Context: an optimization exercise on an open-source flow, tuned for small area, a short achievable clock period and few clock cycles per item. The choices shown serve that exercise and are no tape-out recipe. In this exercise RTL edits were held to simulation tests only and were not proved equivalent to the original.

==> 08-20: inputs <==
==> flow/design.v (excerpt) <==
module d12_keys (
    input  wire        clk,
    input  wire        rst,         
    input  wire        in_valid,
    output wire        in_ready,
    input  wire [2:0]  in_op,
    input  wire        in_first,    
    input  wire [63:0] in_a,
    input  wire [31:0] in_b,
    input  wire [6:0]  in_n,
    output wire        out_valid,
    input  wire        out_ready,
    output wire [31:0] out_data
);
==> flow/config.mk <==
export PLATFORM = sky130hd
export DESIGN_NAME = d12_keys
export DESIGN_NICKNAME = d12_keys
export VERILOG_FILES = /design/flow/design.v
export SDC_FILE = /design/flow/constraint.sdc
export NUM_CORES = 4
export LEC_CHECK = 0
export CAP_MARGIN = 20
export CORE_MARGIN = 2
export CORE_UTILIZATION = 60
export CTS_BUF_LIST = sky130_fd_sc_hd__clkbuf_16
export CTS_CLUSTER_DIAMETER = 100
export CTS_CLUSTER_SIZE = 24
export SLEW_MARGIN = 20
==> flow/constraint.sdc <==
create_clock -name core_clock -period 34.0 [get_ports {clk}]
set_input_delay 6.8000 -clock core_clock [delete_from_list [all_inputs] [get_ports {clk}]]
set_output_delay 6.8000 -clock core_clock [all_outputs]
set_load 0.01 [all_outputs]
standard.sh (not shown) runs the stock make flow with config.mk's settings and CLKGATE_MAP_FILE= SYNTH_SCRIPT=/design/flow/synth_recipe.tcl, a recipe that flattens the netlist after the stock synthesis.
==> flow/flow/run.sh <==
#!/bin/bash
# The standard layout with two changes:
# - the port buffers are sky130_fd_sc_hd__buf_4 instead of the resizer's
#   default choice (a slow delay buffer); every port still gets its own buffer;
# - after the standard synthesis, polar_fix.py removes inverters around the
#   full and half adders by choosing which adders take complemented inputs
#   (see polar_fix.py). Registers and all other cells are left as they are.
set -euo pipefail
export BUFFER_PORTS_ARGS="-buffer_cell sky130_fd_sc_hd__buf_4"
R=orfs/results/sky130hd/d12_keys/base
bash standard.sh synth > synth.log 2>&1
cp $R/1_2_yosys.v yosys_standard.v
python3 flow/polar_fix.py $R/1_2_yosys.v > polar.log 2>&1
rm -f $R/1_synth.odb $R/1_synth.sdc
bash standard.sh > standard.log 2>&1
==> flow/flow/polar_fix.py <==
#!/usr/bin/env python3
"""Remove inverters between full adders of a mapped sky130 netlist.

A full adder is self-dual: complementing its three inputs complements both
outputs. So each sky130_fd_sc_hd__fa cell may be 'flipped': fed the
complements of its inputs, its outputs then carry the complements of their
old values. A half adder may be flipped too: fed the complements of its
inputs, its sum is unchanged and its carry is the NOR of them, so a flipped
half adder becomes an xor2 and a nor2 of the same area. This script chooses
flips (greedily) to minimise the number of nets that need an inverted copy,
then rewires every pin to its net or to a single shared inverter of it.
Registers and all other cells are unchanged.

usage: polar_fix.py NETLIST.v   (rewritten in place)
"""
import re, sys, random

OUT_PINS = {'X', 'Y', 'Q', 'Q_N', 'SUM', 'COUT', 'HI', 'LO'}
path = sys.argv[1]
text = open(path).read()

m = re.search(r'^module\s+(\w+)\s*\(([^;]*)\);', text, re.M)
ports = set(p.strip() for p in m.group(2).split(','))
body_start = m.end()
end = text.rindex('endmodule')

inst_re = re.compile(r'^\s*(sky130_fd_sc_hd__\w+)\s+(\S+)\s*\((.*?)\);\s*$', re.S | re.M)
cells = []
for im in inst_re.finditer(text, body_start, end):
    pins = [(p, n.strip()) for p, n in re.findall(r'\.(\w+)\(([^()]*)\)', im.group(3))]
    cells.append([im.group(1), im.group(2), pins, im.start(), im.end()])
head = text[:cells[0][3]]
tail = text[cells[-1][4]:]

def ref(n):
    # an escaped identifier ends at white space
    return n + ' ' if n.startswith('\\') else n

def base(n):
    return n.split('[')[0].strip()

def is_const(n):
    return "'" in n or n == ''

is_inv = lambda t: re.fullmatch(r'sky130_fd_sc_hd__(clk)?inv_\d+', t) is not None
is_fa = lambda t: re.fullmatch(r'sky130_fd_sc_hd__fa_\d+', t) is not None
is_ha = lambda t: re.fullmatch(r'sky130_fd_sc_hd__ha_\d+', t) is not None

driver = {}
loads = {}
for ci, (t, nm, pins, s, e) in enumerate(cells):
    for p, n in pins:
        if p in OUT_PINS:
            driver[n] = ci
        else:
            loads.setdefault(n, []).append(ci)

# inverters that may go: output not a port, input not a constant
removable = set()
for ci, (t, nm, pins, s, e) in enumerate(cells):
    if is_inv(t):
        pd = dict(pins)
        if base(pd['Y']) not in ports and not is_const(pd['A']):
            removable.add(ci)

def source(n):
    par = 0
    seen = 0
    while n in driver and driver[n] in removable:
        n = dict(cells[driver[n]][2])['A']
        par ^= 1
        seen += 1
        assert seen < 100
    return n, par

fas = [ci for ci, c in enumerate(cells) if is_fa(c[0])]
has = [ci for ci, c in enumerate(cells) if is_ha(c[0])]
fa_set = set(fas)
# an adder whose output is a port is never flipped
fixed = set()
for ci in fas:
    for p, n in cells[ci][2]:
        if p in OUT_PINS and base(n) in ports:
            fixed.add(ci)

flip = {}
conns = []      # (root net, load cell, parity)
for ci, (t, nm, pins, s, e) in enumerate(cells):
    if ci in removable:
        continue
    for p, n in pins:
        if p in OUT_PINS or is_const(n):
            continue
        r, par = source(n)
        conns.append((r, ci, par))
by_cell = {}
for k, (r, ci, par) in enumerate(conns):
    by_cell.setdefault(ci, []).append(k)
    if r in driver:
        by_cell.setdefault(driver[r], []).append(k)
by_root = {}
for k, (r, ci, par) in enumerate(conns):
    by_root.setdefault(r, []).append(k)

def out_flip(ci):
    return flip.get(ci, 0) if ci in fa_set else 0

def need(k):
    r, ci, par = conns[k]
    fd = out_flip(driver[r]) if r in driver else 0
    return par ^ fd ^ flip.get(ci, 0)

def root_cost(r):
    return 1 if any(need(k) for k in by_root[r]) else 0

def cost_around(ci):
    roots = set(conns[k][0] for k in by_cell.get(ci, []))
    return sum(root_cost(r) for r in roots)

before = sum(root_cost(r) for r in by_root)
order0 = [ci for ci in fas if ci not in fixed] + has
best = None
for seed in range(1, 7):
    flip = {}
    rng = random.Random(seed)
    order = list(order0)
    for it in range(8):
        rng.shuffle(order)
        changed = 0
        for ci in order:
            c0 = cost_around(ci)
            flip[ci] = flip.get(ci, 0) ^ 1
            if cost_around(ci) < c0:
                changed += 1
            else:
                flip[ci] ^= 1
        if not changed:
            break
    c = sum(root_cost(r) for r in by_root)
    if best is None or c < best[0]:
        best = (c, dict(flip))
flip = best[1]
after = sum(root_cost(r) for r in by_root)

# rewire
inv_of = {}
new_cells = []
new_wires = []
k_new = [0]
def inverted(r):
    if r not in inv_of:
        w = 'pinv_%d_' % k_new[0]
        k_new[0] += 1
        new_wires.append(w)
        inv_of[r] = w
        new_cells.append('  sky130_fd_sc_hd__inv_1 pinvc_%d_ (\n    .A(%s),\n    .Y(%s)\n  );\n' % (k_new[0] - 1, ref(r), w))
    return inv_of[r]

out = []
for ci, (t, nm, pins, s, e) in enumerate(cells):
    if ci in removable:
        continue
    newpins = []
    for p, n in pins:
        if p in OUT_PINS or is_const(n):
            newpins.append((p, n))
            continue
        r, par = source(n)
        fd = out_flip(driver[r]) if r in driver else 0
        inv = par ^ fd ^ flip.get(ci, 0)
        newpins.append((p, inverted(r) if inv else r))
    if ci in has and flip.get(ci, 0):
        pd = dict(newpins)
        out.append('  sky130_fd_sc_hd__xor2_1 %s (\n    .A(%s),\n    .B(%s),\n    .X(%s)\n  );\n'
                   % (ref(nm + 'x' if not nm.startswith('\\') else nm + '_x'), ref(pd['A']), ref(pd['B']), ref(pd['SUM'])))
        out.append('  sky130_fd_sc_hd__nor2_1 %s (\n    .A(%s),\n    .B(%s),\n    .Y(%s)\n  );\n'
                   % (ref(nm + 'n' if not nm.startswith('\\') else nm + '_n'), ref(pd['A']), ref(pd['B']), ref(pd['COUT'])))
        continue
    out.append('  %s %s (\n%s\n  );\n' % (t, ref(nm), ',\n'.join('    .%s(%s)' % (p, ref(n)) for p, n in newpins)))

# drop declarations of nets that only the removed inverters drove
dead = set()
for ci in removable:
    dead.add(dict(cells[ci][2])['Y'])
used = set()
for line in out + new_cells:
    for n in re.findall(r'\.\w+\(([^()]*)\)', line):
        used.add(n.strip())
head_lines = []
for line in head.splitlines(True):
    mm = re.fullmatch(r'\s*wire\s+(\\?\S+);\s*\n?', line)
    if mm and mm.group(1) in dead and mm.group(1) not in used:
        continue
    head_lines.append(line)
head = ''.join(head_lines) + ''.join('  wire %s;\n' % w for w in new_wires)

open(path, 'w').write(head + ''.join(out) + ''.join(new_cells) + tail)
print('inverters removable %d, inverted nets before %d after %d, new inverters %d, flipped full adders %d, half adders %d'
      % (len(removable), before, after, len(new_cells), sum(flip.get(c, 0) for c in fas), sum(flip.get(c, 0) for c in has)))
==> 09-22: changes against 08-20 <==
--- a/flow/flow/run.sh
+++ b/flow/flow/run.sh
@@ -4,5 +4,5 @@
 #   default choice (a slow delay buffer); every port still gets its own buffer;
-# - after the standard synthesis, polar_fix.py removes inverters around the
-#   full and half adders by choosing which adders take complemented inputs
-#   (see polar_fix.py). Registers and all other cells are left as they are.
+# - after the standard synthesis, polar_fix.py removes inverters between full
+#   adders by choosing which adders compute on complemented signals (a full
+#   adder is self-dual). Registers and all other cells are left as they are.
 set -euo pipefail
--- a/flow/flow/polar_fix.py
+++ b/flow/flow/polar_fix.py
@@ -6,8 +6,5 @@
 complements of its inputs, its outputs then carry the complements of their
-old values. A half adder may be flipped too: fed the complements of its
-inputs, its sum is unchanged and its carry is the NOR of them, so a flipped
-half adder becomes an xor2 and a nor2 of the same area. This script chooses
-flips (greedily) to minimise the number of nets that need an inverted copy,
-then rewires every pin to its net or to a single shared inverter of it.
-Registers and all other cells are unchanged.
+old values. This script chooses flips (greedily) to minimise the number of
+nets that need an inverted copy, then rewires every pin to its net or to a
+single shared inverter of it. Registers and all other cells are unchanged.
 
@@ -46,3 +43,2 @@
 is_fa = lambda t: re.fullmatch(r'sky130_fd_sc_hd__fa_\d+', t) is not None
-is_ha = lambda t: re.fullmatch(r'sky130_fd_sc_hd__ha_\d+', t) is not None
 
@@ -76,4 +72,2 @@
 fas = [ci for ci, c in enumerate(cells) if is_fa(c[0])]
-has = [ci for ci, c in enumerate(cells) if is_ha(c[0])]
-fa_set = set(fas)
 # an adder whose output is a port is never flipped
@@ -104,8 +98,5 @@
 
-def out_flip(ci):
-    return flip.get(ci, 0) if ci in fa_set else 0
-
 def need(k):
     r, ci, par = conns[k]
-    fd = out_flip(driver[r]) if r in driver else 0
+    fd = flip.get(driver[r], 0) if r in driver else 0
     return par ^ fd ^ flip.get(ci, 0)
@@ -120,24 +111,16 @@
 before = sum(root_cost(r) for r in by_root)
-order0 = [ci for ci in fas if ci not in fixed] + has
-best = None
-for seed in range(1, 7):
-    flip = {}
-    rng = random.Random(seed)
-    order = list(order0)
-    for it in range(8):
-        rng.shuffle(order)
-        changed = 0
-        for ci in order:
-            c0 = cost_around(ci)
-            flip[ci] = flip.get(ci, 0) ^ 1
-            if cost_around(ci) < c0:
-                changed += 1
-            else:
-                flip[ci] ^= 1
-        if not changed:
-            break
-    c = sum(root_cost(r) for r in by_root)
-    if best is None or c < best[0]:
-        best = (c, dict(flip))
-flip = best[1]
+rng = random.Random(1)
+order = [ci for ci in fas if ci not in fixed]
+for it in range(6):
+    rng.shuffle(order)
+    changed = 0
+    for ci in order:
+        c0 = cost_around(ci)
+        flip[ci] = flip.get(ci, 0) ^ 1
+        if cost_around(ci) < c0:
+            changed += 1
+        else:
+            flip[ci] ^= 1
+    if not changed:
+        break
 after = sum(root_cost(r) for r in by_root)
@@ -168,12 +151,5 @@
         r, par = source(n)
-        fd = out_flip(driver[r]) if r in driver else 0
+        fd = flip.get(driver[r], 0) if r in driver else 0
         inv = par ^ fd ^ flip.get(ci, 0)
         newpins.append((p, inverted(r) if inv else r))
-    if ci in has and flip.get(ci, 0):
-        pd = dict(newpins)
-        out.append('  sky130_fd_sc_hd__xor2_1 %s (\n    .A(%s),\n    .B(%s),\n    .X(%s)\n  );\n'
-                   % (ref(nm + 'x' if not nm.startswith('\\') else nm + '_x'), ref(pd['A']), ref(pd['B']), ref(pd['SUM'])))
-        out.append('  sky130_fd_sc_hd__nor2_1 %s (\n    .A(%s),\n    .B(%s),\n    .Y(%s)\n  );\n'
-                   % (ref(nm + 'n' if not nm.startswith('\\') else nm + '_n'), ref(pd['A']), ref(pd['B']), ref(pd['COUT'])))
-        continue
     out.append('  %s %s (\n%s\n  );\n' % (t, ref(nm), ',\n'.join('    .%s(%s)' % (p, ref(n)) for p, n in newpins)))
@@ -197,3 +173,3 @@
 open(path, 'w').write(head + ''.join(out) + ''.join(new_cells) + tail)
-print('inverters removable %d, inverted nets before %d after %d, new inverters %d, flipped full adders %d, half adders %d'
-      % (len(removable), before, after, len(new_cells), sum(flip.get(c, 0) for c in fas), sum(flip.get(c, 0) for c in has)))
+print('inverters removable %d, inverted nets before %d after %d, new inverters %d, flipped adders %d'
+      % (len(removable), before, after, len(new_cells), sum(flip.values())))
==> comparison table <==
Multi-input logic portion of the cell area: 09-22 61.6%; 08-20 62.2%
Outcome: 09-22 no timing/DRC/antenna violations; 08-20 no timing/DRC/antenna violations
Worst hold slack: 09-22 468 ps; 08-20 432 ps
Min-Delay Path Depth: 09-22 2; 08-20 0
Hold path endpoint: 09-22 v2; 08-20 ahi1[7]
Worst setup slack after placement: 09-22 25850 ps; 08-20 25830 ps
Share of post-route cells with drive strength above 1: 09-22 7.61%; 08-20 7.57%
Count of inserted tapcells: 09-22 1030; 08-20 978
Tightest slew margin relative to the limit: 09-22 22.2%; 08-20 26.5%
Sequential cell area share: 09-22 26.6%; 08-20 26.8%
Ratio of final minimum period to clock period: 09-22 23.5%; 08-20 23.5%
Count of vias placed by the detailed router: 09-22 31722; 08-20 31777
Routed wl met2: 09-22 58.4 mm; 08-20 58.7 mm
Fin Clk Skew: 09-22 50.5 ps; 08-20 40.0 ps
Final design instance area without fill: 09-22 49400 um^2; 08-20 49100 um^2
Testbench counts of 08-20, summed over its fixed seeds: cycles 9,680, items 9,600.
Testbench counts of 09-22, summed over its fixed seeds: cycles 9,680, items 9,600.

-- re-timing with driven ports --
Ports are ideal in the flow. The routed layouts listed here were re-timed in OpenROAD. Step 1 (the two cells are an assumption about what drives the block):
set clk [get_ports {clk}]
set_driving_cell -lib_cell sky130_fd_sc_hd__clkbuf_16 $clk
set_driving_cell -lib_cell sky130_fd_sc_hd__buf_2 [delete_from_list [all_inputs] $clk]
Step 2 times the ports against the registers' clock, not the clock port: input delays grow and output delays shrink by t, the midpoint of the rising clock arrivals with the driver on. Three values: ideal, step 1, step 2; two values: the first two.
run	shift t [ns]	setup slack, ns	worst register clock-pin slew, ns
08-20	0.691	26.024 / 25.953 / 25.855	0.11 / 0.11
09-22	0.700	25.994 / 25.926 / 25.873	0.10 / 0.10
After both steps every run listed still meets setup and hold. The setup slack of 08-20, which loses most, moves by -0.071 ns with the drivers and by -0.169 ns with both steps.
